This is an optimization exercise on Yosys and OpenROAD, whose aim is small area, a short achievable clock period and few clock cycles per item, not a production implementation.
In this exercise RTL edits were held to simulation tests only and were not proved equivalent to the original.
No activity file was given, so power comes from the tool's default toggle rates.

[flow/config.mk]
export PLATFORM = sky130hd
export DESIGN_NAME = frc_enc
export DESIGN_NICKNAME = frc_enc
export VERILOG_FILES = /design/flow/design.v
export SDC_FILE = /design/flow/constraint.sdc
export NUM_CORES = 4
export LEC_CHECK = 0
export CAP_MARGIN = 20
export CORE_MARGIN = 2
export CORE_UTILIZATION = 40
export PLACE_DENSITY = 0.6
export SLEW_MARGIN = 20
[flow/constraint.sdc]
create_clock -name core_clock -period 25.0 [get_ports {clk}]
set_input_delay 5.0000 -clock core_clock [delete_from_list [all_inputs] [get_ports {clk}]]
set_output_delay 5.0000 -clock core_clock [all_outputs]
set_load 0.01 [all_outputs]
[flow/design.v]
module frc_enc (
    input  wire        clk,
    input  wire        rst,
    input  wire [4:0]  cfg_depth,    
    input  wire [2:0]  cfg_ratio,    
    input  wire [1:0]  cfg_ph,       
    input  wire [1:0]  cfg_pv,       
    input  wire        in_valid,
    output wire        in_ready,
    input  wire [15:0] in_data,
    output wire        out_valid,
    input  wire        out_ready,
    output wire [31:0] out_data,
    output wire        out_last
);
    localparam M_LOAD = 2'd0;
    localparam M_EVAL = 2'd1;
    localparam M_EMIT = 2'd2;
    localparam M_SAFE = 2'd3;
    localparam P_IDLE  = 2'd0;
    localparam P_CODES = 2'd1;
    localparam P_PAD   = 2'd2;
    reg  [4:0]  depth;
    reg  [2:0]  ratio;
    reg  [1:0]  ph_lg, pv_lg;
    wire [8:0]  d16 = {depth, 4'b0};
    reg  [8:0]  quot;
    always @(*) begin
        case (ratio)
            3'd0: quot = d16 / 2;
            3'd1: quot = d16 / 3;
            3'd2: quot = d16 / 4;
            3'd3: quot = d16 / 5;
            3'd4: quot = d16 / 6;
            default: quot = d16 / 8;
        endcase
    end
    wire [8:0]  bq       = {quot[8:2], 2'b00};
    wire [7:0]  budget   = bq[7:0];                    
    wire [10:0] lim_bits = {budget, 3'b000};           
    wire [5:0]  nwords   = budget[7:2];                
    wire [3:0]  qmax     = (depth > 5'd16) ? 4'd15 : depth[3:0] - 4'd1;
    wire [10:0] safe_t_full = (lim_bits - 11'd2) >> 7;
    wire [4:0]  safe_t   = (safe_t_full[4:0] < depth) ? safe_t_full[4:0] : depth;
    wire [4:0]  safe_sh  = depth - safe_t;
    wire [15:0] dtop     = 16'hFFFF >> (5'd16 - depth);
    wire [15:0] dmid     = 16'd1 << (depth - 5'd1);
    reg  [4:0]  cph;
    reg         in_ready_r;
    reg         first;         
    reg         ld_busy;       
    reg  [6:0]  lpos;          
    reg         wr_v;
    reg  [1:0]  wr_row;
    reg  [15:0] wr_d;
    wire        acc_in   = in_valid & in_ready_r;
    wire        last_smp = (lpos == 7'd127);
    wire        blk_done;      
    wire        hdr_take;      
    assign in_ready = in_ready_r;
    reg  [511:0] ring0, ring1, ring2, ring3;
    wire [15:0]  wdat = wr_d & dtop;
    always @(posedge clk) begin
        ring0 <= {ring0[15:0], ring0[511:16]};
        ring1 <= {ring1[15:0], ring1[511:16]};
        ring2 <= {ring2[15:0], ring2[511:16]};
        ring3 <= {ring3[15:0], ring3[511:16]};
        if (wr_v) begin
            case (wr_row)
                2'd0: ring0[495:480] <= wdat;
                2'd1: ring1[495:480] <= wdat;
                2'd2: ring2[495:480] <= wdat;
                default: ring3[495:480] <= wdat;
            endcase
        end
    end
    wire [15:0] x0 = ring0[15:0];           
    wire [15:0] x1 = ring1[511:496];        
    wire [15:0] x2 = ring2[495:480];        
    wire [15:0] x3 = ring3[479:464];        
    wire [15:0] xs0 = ring0[495:480];       
    wire [15:0] xs1 = ring1[479:464];       
    wire [15:0] xs2 = ring2[463:448];       
    wire [15:0] xs3 = ring3[447:432];       
    reg  [3:0]  q_run;                       
    reg  [3:0]  qu1, qu2, qu3;
    reg  [3:0]  qm0, qm1, qm2, qm3;          
    always @(posedge clk) begin
        qu1 <= q_run; qu2 <= qu1; qu3 <= qu2;
        qm0 <= q_run; qm1 <= qu1; qm2 <= qu2; qm3 <= qu3;
    end
    reg  [159:0] hv0, hv1, hv2, hv3;
    wire [15:0]  rec0, rec1, rec2, rec3;
    always @(posedge clk) begin
        hv0 <= {hv0[143:0], rec0};
        hv1 <= {hv1[143:0], rec1};
        hv2 <= {hv2[143:0], rec2};
        hv3 <= {hv3[143:0], rec3};
    end
    function [15:0] hsel(input [159:0] hv, input [3:0] k);
        hsel = hv[k * 16 +: 16];
    endfunction
    wire [3:0]  phm1 = (4'd1 << ph_lg) - 4'd1;      
    wire [3:0]  phv  = (4'd1 << ph_lg);             
    wire        pv1  = (pv_lg == 2'd0);
    wire        pv2  = (pv_lg == 2'd1);
    wire [15:0] a0 = hsel(hv0, phm1);
    wire [15:0] a1 = hsel(hv1, phm1);
    wire [15:0] a2 = hsel(hv2, phm1);
    wire [15:0] a3 = hsel(hv3, phm1);
    wire [15:0] b1 = hv0[15:0];
    wire [15:0] c1 = hsel(hv0, phv);
    wire [15:0] b2 = pv1 ? hv1[15:0] : hv0[31:16];
    wire [15:0] c2 = pv1 ? hsel(hv1, phv) : hsel(hv0, phv + 4'd1);
    wire [15:0] b3 = pv1 ? hv2[15:0] : hv1[31:16];
    wire [15:0] c3 = pv1 ? hsel(hv2, phv) : hsel(hv1, phv + 4'd1);
    wire [4:0]  col0 = cph;
    wire [4:0]  col1 = cph - 5'd1;
    wire [4:0]  col2 = cph - 5'd2;
    wire [4:0]  col3 = cph - 5'd3;
    wire        lf0 = (col0 >> ph_lg) == 5'd0;
    wire        lf1 = (col1 >> ph_lg) == 5'd0;
    wire        lf2 = (col2 >> ph_lg) == 5'd0;
    wire        lf3 = (col3 >> ph_lg) == 5'd0;
    wire        tp1 = pv1 == 1'b0;
    wire        tp23 = pv_lg[1];
    wire [18:0] dh0, dh1, dh2, dh3;
    wire        sh0, sh1, sh2, sh3;
    frc_unit u0 (.x(x0), .a(a0), .b(16'd0), .c(16'd0), .topr(1'b1), .left(lf0),
                 .q(q_run), .dtop(dtop), .dmid(dmid), .rec(rec0), .dh(dh0), .sel(sh0));
    frc_unit u1 (.x(x1), .a(a1), .b(b1), .c(c1), .topr(tp1), .left(lf1),
                 .q(qu1), .dtop(dtop), .dmid(dmid), .rec(rec1), .dh(dh1), .sel(sh1));
    frc_unit u2 (.x(x2), .a(a2), .b(b2), .c(c2), .topr(tp23), .left(lf2),
                 .q(qu2), .dtop(dtop), .dmid(dmid), .rec(rec2), .dh(dh2), .sel(sh2));
    frc_unit u3 (.x(x3), .a(a3), .b(b3), .c(c3), .topr(tp23), .left(lf3),
                 .q(qu3), .dtop(dtop), .dmid(dmid), .rec(rec3), .dh(dh3), .sel(sh3));
    reg  [18:0] dr0, dr1, dr2, dr3;
    reg         sr0, sr1, sr2, sr3;
    always @(posedge clk) begin
        dr0 <= dh0; dr1 <= dh1; dr2 <= dh2; dr3 <= dh3;
        sr0 <= sh0; sr1 <= sh1; sr2 <= sh2; sr3 <= sh3;
    end
    wire [16:0] mw0, mw1, mw2, mw3;
    frc_mcalc mc0 (.dh(dr0), .sel(sr0), .q(qm0), .m(mw0));
    frc_mcalc mc1 (.dh(dr1), .sel(sr1), .q(qm1), .m(mw1));
    frc_mcalc mc2 (.dh(dr2), .sel(sr2), .q(qm2), .m(mw2));
    frc_mcalc mc3 (.dh(dr3), .sel(sr3), .q(qm3), .m(mw3));
    reg  [16:0] mr0, mr1, mr2, mr3;
    reg  [16:0] md0a, md0b, md0c, md1a, md1b, md2a;
    always @(posedge clk) begin
        mr0 <= mw0; mr1 <= mw1; mr2 <= mw2; mr3 <= mw3;
        md0a <= mr0; md0b <= md0a; md0c <= md0b;
        md1a <= mr1; md1b <= md1a;
        md2a <= mr2;
    end
    function [5:0] fcode(input [16:0] m, input [2:0] t);
        reg [16:0] u;
        begin
            u = m >> t;
            if (u < 17'd24) fcode = {1'b0, u[4:0]};
            else            fcode = 6'd40 - {3'b0, t};
        end
    endfunction
    reg  [7:0]  fs [0:7];
    reg  [13:0] acc [0:7];
    reg  [13:0] snap [0:7];
    integer t;
    wire [13:0] lim_neg = 14'd137 - {3'b0, lim_bits};
    always @(posedge clk) begin
        for (t = 0; t < 8; t = t + 1) begin
            fs[t] <= {2'b0, fcode(md0c, t[2:0])} + {2'b0, fcode(md1b, t[2:0])}
                   + {2'b0, fcode(md2a, t[2:0])} + {2'b0, fcode(mr3, t[2:0])};
            if (cph == 5'd6) begin
                acc[t]  <= lim_neg + {t[6:0], 7'd0} + {6'd0, fs[t]};
                snap[t] <= acc[t];
            end else begin
                acc[t]  <= acc[t] + {6'd0, fs[t]};
                snap[t] <= (t == 7) ? 14'd0 : snap[(t + 1) % 8];
            end
        end
    end
    reg         pk_found;
    reg  [2:0]  pk_t;
    reg  [13:0] pk_best;
    wire [2:0]  scan_t = cph[2:0] + 3'd1;           
    wire        scan_on = (cph >= 5'd7) && (cph <= 5'd14);
    always @(posedge clk) begin
        if (cph == 5'd6) begin
            pk_found <= 1'b0;
        end else if (scan_on && snap[0][13] &&
                     (!pk_found || $signed(snap[0]) < $signed(pk_best))) begin
            pk_found <= 1'b1;
            pk_t     <= scan_t;
            pk_best  <= snap[0];
        end
    end
    reg  [1:0]  mode;
    reg         cur_pass, pk_pass;
    reg  [3:0]  cur_q, pk_q;
    reg  [3:0]  qs;
    reg  [2:0]  ts;
    reg         hdr_pend;
    wire        rend = (cph == 5'd31);
    wire [6:0]  lpos_nx = lpos + {6'd0, acc_in};
    wire        load_end = acc_in & last_smp;
    always @(posedge clk) begin
        if (rst) begin
            mode     <= M_LOAD;
            cur_pass <= 1'b0;
            pk_pass  <= 1'b0;
            hdr_pend <= 1'b0;
            q_run    <= 4'd0;
        end else begin
            if (blk_done) begin
                mode <= M_LOAD;
            end else if (rend) begin
                case (mode)
                    M_LOAD: begin
                        if (load_end) begin
                            mode    <= M_EVAL;
                            pk_pass <= cur_pass;
                            pk_q    <= 4'd0;
                            cur_pass <= 1'b1;
                            cur_q   <= cur_pass ? 4'd1 : 4'd0;
                            q_run   <= cur_pass ? 4'd1 : 4'd0;
                        end else begin
                            pk_pass  <= 1'b0;
                            cur_pass <= ld_busy && (lpos_nx == 7'd96);
                            cur_q    <= 4'd0;
                            q_run    <= 4'd0;
                        end
                    end
                    M_EVAL: begin
                        if (pk_pass && pk_found) begin
                            mode     <= M_EMIT;
                            qs       <= pk_q;
                            ts       <= pk_t;
                            q_run    <= pk_q;
                            hdr_pend <= 1'b1;
                            cur_pass <= 1'b0;
                            pk_pass  <= 1'b0;
                        end else if (pk_pass && pk_q == qmax) begin
                            mode     <= M_SAFE;
                            hdr_pend <= 1'b1;
                            cur_pass <= 1'b0;
                            pk_pass  <= 1'b0;
                        end else begin
                            pk_pass  <= cur_pass;
                            pk_q     <= cur_q;
                            cur_pass <= cur_pass && (cur_q != qmax);
                            cur_q    <= cur_q + 4'd1;
                            q_run    <= cur_q + 4'd1;
                        end
                    end
                    default: ;
                endcase
            end
            if (hdr_take) hdr_pend <= 1'b0;
        end
    end
    always @(posedge clk) begin
        if (rst) begin
            first      <= 1'b1;
            ld_busy    <= 1'b0;
            in_ready_r <= 1'b1;
            lpos       <= 7'd0;
            wr_v       <= 1'b0;
            cph        <= 5'd0;
        end else begin
            wr_v   <= acc_in;
            wr_row <= lpos[6:5];
            wr_d   <= in_data;
            if (first && acc_in) cph <= 5'd1;
            else                 cph <= cph + 5'd1;
            if (acc_in) begin
                lpos <= lpos + 7'd1;
                if (first) begin
                    first   <= 1'b0;
                    ld_busy <= 1'b1;
                    depth   <= cfg_depth;
                    ratio   <= cfg_ratio;
                    ph_lg   <= cfg_ph;
                    pv_lg   <= cfg_pv;
                end
                if (last_smp) ld_busy <= 1'b0;
            end
            if (blk_done) first <= 1'b1;
            if (acc_in)
                in_ready_r <= !last_smp;
            else if (first || blk_done)
                in_ready_r <= 1'b1;
            else if (ld_busy)
                in_ready_r <= (cph + 5'd1 == lpos[4:0]);
            else
                in_ready_r <= 1'b0;
        end
    end
    reg  [79:0] pacc;
    reg  [6:0]  fill;
    reg  [5:0]  wcnt;
    reg  [5:0]  pnw;
    reg  [1:0]  pst;
    reg  [6:0]  epos;           
    reg  [1:0]  fcnt;           
    reg  [32:0] f0, f1;
    wire        push_ok  = (fcnt != 2'd2);
    wire        word_rdy = (fill >= 7'd32) || (pst == P_PAD && wcnt != pnw);
    wire        push     = word_rdy && push_ok;
    wire [6:0]  fill_rm  = push ? ((fill >= 7'd32) ? fill - 7'd32 : 7'd0) : fill;
    wire [79:0] pacc_rm  = push ? {pacc[47:0], 32'd0} : pacc;
    wire        w_last   = (wcnt == pnw - 6'd1);
    wire [1:0]  erow = epos[6:5];
    wire [4:0]  ecol = epos[4:0];
    wire [4:0]  ocol = cph - 5'd2 - {3'd0, erow};
    reg  [16:0] em;
    reg  [15:0] ex;
    always @(*) begin
        case (erow)
            2'd0: begin em = mr0; ex = xs0; end
            2'd1: begin em = mr1; ex = xs1; end
            2'd2: begin em = mr2; ex = xs2; end
            default: begin em = mr3; ex = xs3; end
        endcase
    end
    assign      hdr_take = hdr_pend && (pst == P_IDLE);
    wire        offer    = (pst == P_CODES) && (ocol == ecol) &&
                           (mode == M_EMIT || mode == M_SAFE);
    wire        code_take = offer && (fill_rm <= 7'd39);
    assign      blk_done = code_take && (epos == 7'd127);
    reg  [40:0] code_val;
    reg  [5:0]  code_len;
    wire [16:0] u_e   = em >> ts;
    wire [16:0] tmask = (17'd1 << ts) - 17'd1;
    always @(*) begin
        code_val = 41'd0;
        code_len = 6'd0;
        if (hdr_take) begin
            if (mode == M_SAFE) begin
                code_val = 41'd1;
                code_len = 6'd2;
            end else begin
                code_val = {31'd0, 2'b00, qs, 1'b0, ts};
                code_len = 6'd10;
            end
        end else if (mode == M_SAFE) begin
            code_val = {25'd0, ex >> safe_sh};
            code_len = {1'b0, safe_t};
        end else if (u_e < 17'd24) begin
            code_val = ((41'd1 << u_e[4:0]) - 41'd1) << ({1'b0, ts} + 4'd1) | {24'd0, em & tmask};
            code_len = u_e[5:0] + 6'd1 + {3'b0, ts};
        end else begin
            code_val = {24'hFFFFFF, em};
            code_len = 6'd41;
        end
    end
    wire        ins_v = hdr_take || code_take;
    wire [6:0]  ins_sh = 7'd80 - fill_rm - {1'b0, code_len};
    wire [79:0] ins    = {39'd0, code_val} << ins_sh;
    always @(posedge clk) begin
        if (rst) begin
            pacc <= 80'd0;
            fill <= 7'd0;
            wcnt <= 6'd0;
            pst  <= P_IDLE;
            epos <= 7'd0;
        end else begin
            pacc <= ins_v ? (pacc_rm | ins) : pacc_rm;
            fill <= ins_v ? fill_rm + {1'b0, code_len} : fill_rm;
            if (push) wcnt <= wcnt + 6'd1;
            if (hdr_take) begin
                pst  <= P_CODES;
                pnw  <= nwords;
                epos <= 7'd0;
            end
            if (code_take) begin
                epos <= epos + 7'd1;
                if (epos == 7'd127) pst <= P_PAD;
            end
            if (push && w_last) begin
                pst  <= P_IDLE;
                wcnt <= 6'd0;
                fill <= 7'd0;
                pacc <= 80'd0;
            end
        end
    end
    wire        pop = (fcnt != 2'd0) && out_ready;
    wire [32:0] pword = {w_last, pacc[79:48]};
    always @(posedge clk) begin
        if (rst) begin
            fcnt <= 2'd0;
        end else begin
            case ({push, pop})
                2'b10: begin
                    if (fcnt == 2'd0) f0 <= pword; else f1 <= pword;
                    fcnt <= fcnt + 2'd1;
                end
                2'b01: begin
                    f0   <= f1;
                    fcnt <= fcnt - 2'd1;
                end
                2'b11: begin
                    if (fcnt == 2'd1) f0 <= pword;
                    else begin f0 <= f1; f1 <= pword; end
                end
                default: ;
            endcase
        end
    end
    assign out_valid = (fcnt != 2'd0);
    assign out_data  = f0[31:0];
    assign out_last  = f0[32];
endmodule
module frc_unit (
    input  wire [15:0] x,
    input  wire [15:0] a,
    input  wire [15:0] b,
    input  wire [15:0] c,
    input  wire        topr,
    input  wire        left,
    input  wire [3:0]  q,
    input  wire [15:0] dtop,
    input  wire [15:0] dmid,
    output wire [15:0] rec,
    output wire [18:0] dh,
    output wire        sel
);
    wire        lt_ab = a < b;
    wire        c_ge  = (c >= a) && (c >= b);
    wire        c_le  = (c <= a) && (c <= b);
    wire [15:0] abc   = a + b - c;
    reg  [15:0] p;
    always @(*) begin
        if (topr && left)  p = dmid;
        else if (topr)     p = a;
        else if (left)     p = b;
        else if (c_ge)     p = lt_ab ? a : b;
        else if (c_le)     p = lt_ab ? b : a;
        else               p = abc;
    end
    wire [15:0] h    = (q == 4'd0) ? 16'd0 : (16'd1 << (q - 4'd1));
    wire [15:0] lm   = (16'd1 << q) - 16'd1;
    wire [16:0] y    = {1'b0, x} + {1'b0, h};
    wire [16:0] yy   = y & ~{1'b0, lm};
    wire [16:0] yy1  = yy - ({1'b0, lm} + 17'd1);
    wire [15:0] yl   = y[15:0] & lm;
    wire [15:0] pl   = p & lm;
    wire        neg  = x < p;
    wire        ovy  = yy > {1'b0, dtop};
    wire        zy   = (yy == 17'd0);
    assign sel = (pl < yl) || ((pl == yl) && (!neg || q == 4'd0));
    wire [15:0] rec_a = ovy ? dtop : (yy[15:0] | pl);
    wire [15:0] rec_b = zy ? 16'd0 : (yy1[15:0] | pl);
    assign rec = sel ? rec_a : rec_b;
    assign dh  = {2'b0, yy} - {3'b0, p & ~lm};
endmodule
module frc_mcalc (
    input  wire [18:0] dh,
    input  wire        sel,
    input  wire [3:0]  q,
    output wire [16:0] m
);
    wire signed [18:0] kq = $signed(dh) >>> q;
    wire signed [18:0] k  = kq - {18'd0, !sel};
    wire        [18:0] k2 = {k[17:0], 1'b0};
    assign m = k[18] ? ~k2[16:0] : k2[16:0];
endmodule
[flow/run.sh]
#!/bin/bash
# synth_recipe.tcl (not shown) runs the flow's synth.tcl, then flattens the netlist and writes it again
# the make line also repeats each setting of config.mk as NAME=value (left out here)
make -C /OpenROAD-flow-scripts/flow DESIGN_CONFIG=/design/flow/config.mk WORK_HOME=/design/flow/orfs CLKGATE_MAP_FILE= SYNTH_SCRIPT=/design/flow/synth_recipe.tcl finish
==> flow_summary.yaml <==
synth:
  synth_seq_cells: 3454
  synth_top_family_by_area: "compound AO/OA/AOI/OAI gates"
  synth.avg_cell_area_um2: 10.4
  yosysTopAreaCellShare_pct: 48.9
  synthFlopType: "dfxtp_1"
  netlist_instances: 13000
  synth_mux_area_share_pct: 5.89
  yosys.area_share.simple_pct: 11.8
  synth_compound_area_share_pct: 13.7
  synth-edff-count: 134
  yosysWarnings: 5
  synth_common_cells: "3320 x dfxtp_1, 1406 x nand2_1, 936 x nor2_1"
  synth_xor_area_share_pct: 3.50
  seq_area_frac_synth_pct: 51.9
  netlist_top_cells_area: "dfxtp_1 49%, ha_1 7.4%, nand2_1 3.9%"
  yosysMostFrequentCell: "dfxtp_1"
  syn_area_mm2: 0.136
  synth_adder_area_share_pct: 9.85
  synth_cell_types: 123
  synth_largest_area_cell: "dfxtp_1"
  async_flop_share_pct: 0
floorplan:
  initial_core_util_pct: 40.3
  dieArea_mm2: 0.344
  core_mm2: 0.337
  die_h_um: 587
  die_width_um: 587
  core.rowCount: 213
  io_pins: 67
run:
  cap_violations: 0
critical_path:
  crit_path_end_kind: "flip-flop"
  crit_path_start_kind: "flip-flop"
  cp_num_buf_inv: 7
  worstReg2RegStart: "ratio[1]$_DFFE_PP_"
  slowest_stage: "fa_2"
  cpMostUsedCell: "ha_1"
  crit_fanout: 25
  cpLargestDelayFamily: "compound AO/OA/AOI/OAI gates"
  critPathArrivalTime_ns: 18.59
  worstPathRequired_ns: 25.83
  slowest_delay_ns: 0.99
  reg2reg_setup_slack_ns: 7.24
  critPathKind: "reg -> reg"
  critPathLaunch: "ratio[1]$_DFFE_PP_"
placement:
  hpwl_mm: 308
  placed_cell_area_mm2: 0.142
  gp_congestion: 0.983
  pre_cts_slack_ns: 7.44
  portBuffers: 66
  dp_cells: 17300
hold_path:
  hold_class: "reg -> reg"
  hold_path.startpoint: "ring3[81]$_DFF_P_"
clock_network:
  cts_tree: "yes"
  clock_path_buffers: 4
  clk_pin_slew_ns: 0.06
  cts_root_buffer: "clkbuf_16"
  insertion_delay_ns: 0.97
  post_cts_buffers: 0
  numCtsBuffers: 335
  ctsHoldBuffers: 0
  cts_resized: 0
  cts_sinks: 3454
  cts_htree_levels: 5
sta:
  rsz0062_at_grt: "false"
  fin_crit_ns: 17.76
  fin_crit_sh_pct: 71.0
  relSlewSlack_pct: 22.4
  setup_viol: 0
  setup_tns_ns: 0
  setup_ws_ns: 7.24
  hold-worst-slack_ns: 0.293
  hold_viol: 0
  skew_ns: 0.0811
  maxSlewViolCount: 0
  max_freq_ghz: 0.0563
  worstMarginPinSlew_ns: 1.16
power:
  p_leak_nw: 62.7
  ir_drop_v: 0.0000813
  power_mw: 15.8
  power.density_mw_per_mm2: 103
final_layout:
  fin_cells: 17900
  fill_cells: 31700
  fin_area_mm2: 0.153
  final_nets: 14100
  fin_util_pct: 45.4
  syn_to_final_growth_pct: 12.9
  layout-drive-gt1-share_pct: 9.27
drt:
  dr_total_vias: 96600
  ant_nets: 0
  wl_per_cell_um: 22.6
  viasPerCell: 5.39
  dr.first_iter.drc_count: 9600
  firstDrtPassIters: 6
  wirelength_mm: 406
  drc_errors: 0
grt:
  grt_max_degree: 221
  antenna_found_initial: 36
  grt_pass1_wl_mm: 601
  grtUsageTotal_pct: 22.9
  gr-total-overflow: 0
  first_global_vias: 91300
run_status:
  status: "complete, no violations"
## power by group
| group | total (mW) | switching, mW | internal [mW] |
|---|---|---|---|
| Sequential | 6.43 | 0.422 | 6.01 |
| Clock | 5.10 | 2.15 | 2.95 |
| Combinational | 4.30 | 2.61 | 1.69 |
| Total | 15.8 | 5.18 | 10.7 |
## state kept, by name, summed over array words and instances (netlist names), 18 cells and up
signal,cells
ring0,512
ring1,512
ring2,512
ring3,512
hv0,160
hv1,160
hv2,144
hv3,128
acc,112
snap,112
pacc,80
fs,64
f0,33
f1,33
dr0,18
dr1,18
dr2,18
dr3,18
## per-layer routing
| metal | GRT usage, % | vias to the layer above | wire length, um |
|---|---|---|---|
| met2 | 33.8 | 3627 | 169000 |
| li1 | - | 45800 | - |
| met5 | 0 | - | 40 |
| met3 | 3.74 | 763 | 30500 |
| met1 | 33.3 | 46500 | 188000 |
| met4 | 9.16 | 6 | 18100 |
## cell type report
cell class	count	area, um^2	area share, %
diodes	14	35.0	0.0229
clock buffers	483	9790	6.39
clock inverters	129	1500	0.977
inverters	714	2680	1.75
multi-input cells	8360	61000	39.8
flip-flops and latches	3454	70500	46.0
well taps	4515	5650	3.69
repair buffers	263	2180	1.42
## worst paths after layout
path | end | cells past startpoint
max | pacc[53]$_SDFF_PP0_ | 58
min | ring3[65]$_DFF_P_ | 0
max reg2reg | pacc[53]$_SDFF_PP0_ | 58
min reg2reg | ring3[65]$_DFF_P_ | 0
## logic make-up after synthesis
logic type / count (synthesis)
AND/OR/NAND/NOR: 3526
flip-flops: 3454
AO/OA/AOI/OAI: 2819
buffers and inverters: 1198
adder cells (fa/ha/maj): 971
XOR/XNOR: 542
multiplexers: 494
other: 2
## cell usage in the layout (no fill, tap or decap), types with 106 or more instances in the layout
cell	netlist	routed
o21a_1	126	126
a21o_1	192	191
xnor2_1	391	388
and2_1	124	124
o21ai_0	670	669
nor2_1	936	933
ha_1	808	807
fa_1	163	162
nand4_1	106	106
edfxtp_1	134	134
inv_1	700	699
buf_4	5	193
nand3_1	157	156
nand2_1	1406	1404
a21oi_1	653	652
dfxtp_1	3320	3318
mux2i_1	173	173
xor2_1	151	148
nor3_1	203	201
clkbuf_16	0	342
nand2b_1	138	138
mux4_2	233	233
Testbench counts, summed over its fixed seeds: cycles 156,629, blocks 320.

-- afterwards: timing with drivers on the ports --
In the flow no input, the clock included, has a driving cell. The finished layout below was timed again as built, in two steps.
Step 1: set_driving_cell puts a clkbuf_16 on clk and a buf_2 on each other input, an assumption about the parent block.
Step 2 moves the port delays by t, midway between the first and last clock arrival at a register: inputs arrive t later, outputs are due t later. That takes back most of the time a late clock gives input paths.
Three values: no drivers, after step 1, after step 2; two values: the first two.
t (ns): 1.034
setup slack, ns: 7.240 / 7.240 / 7.240
worst data-port slew with drivers (ns): 0.12
cell pins on the clock port's net: 1
After both steps this run still meets setup and hold. For this run, drivers alone change the setup slack by 0.000 ns; drivers and shift together by 0.000 ns.
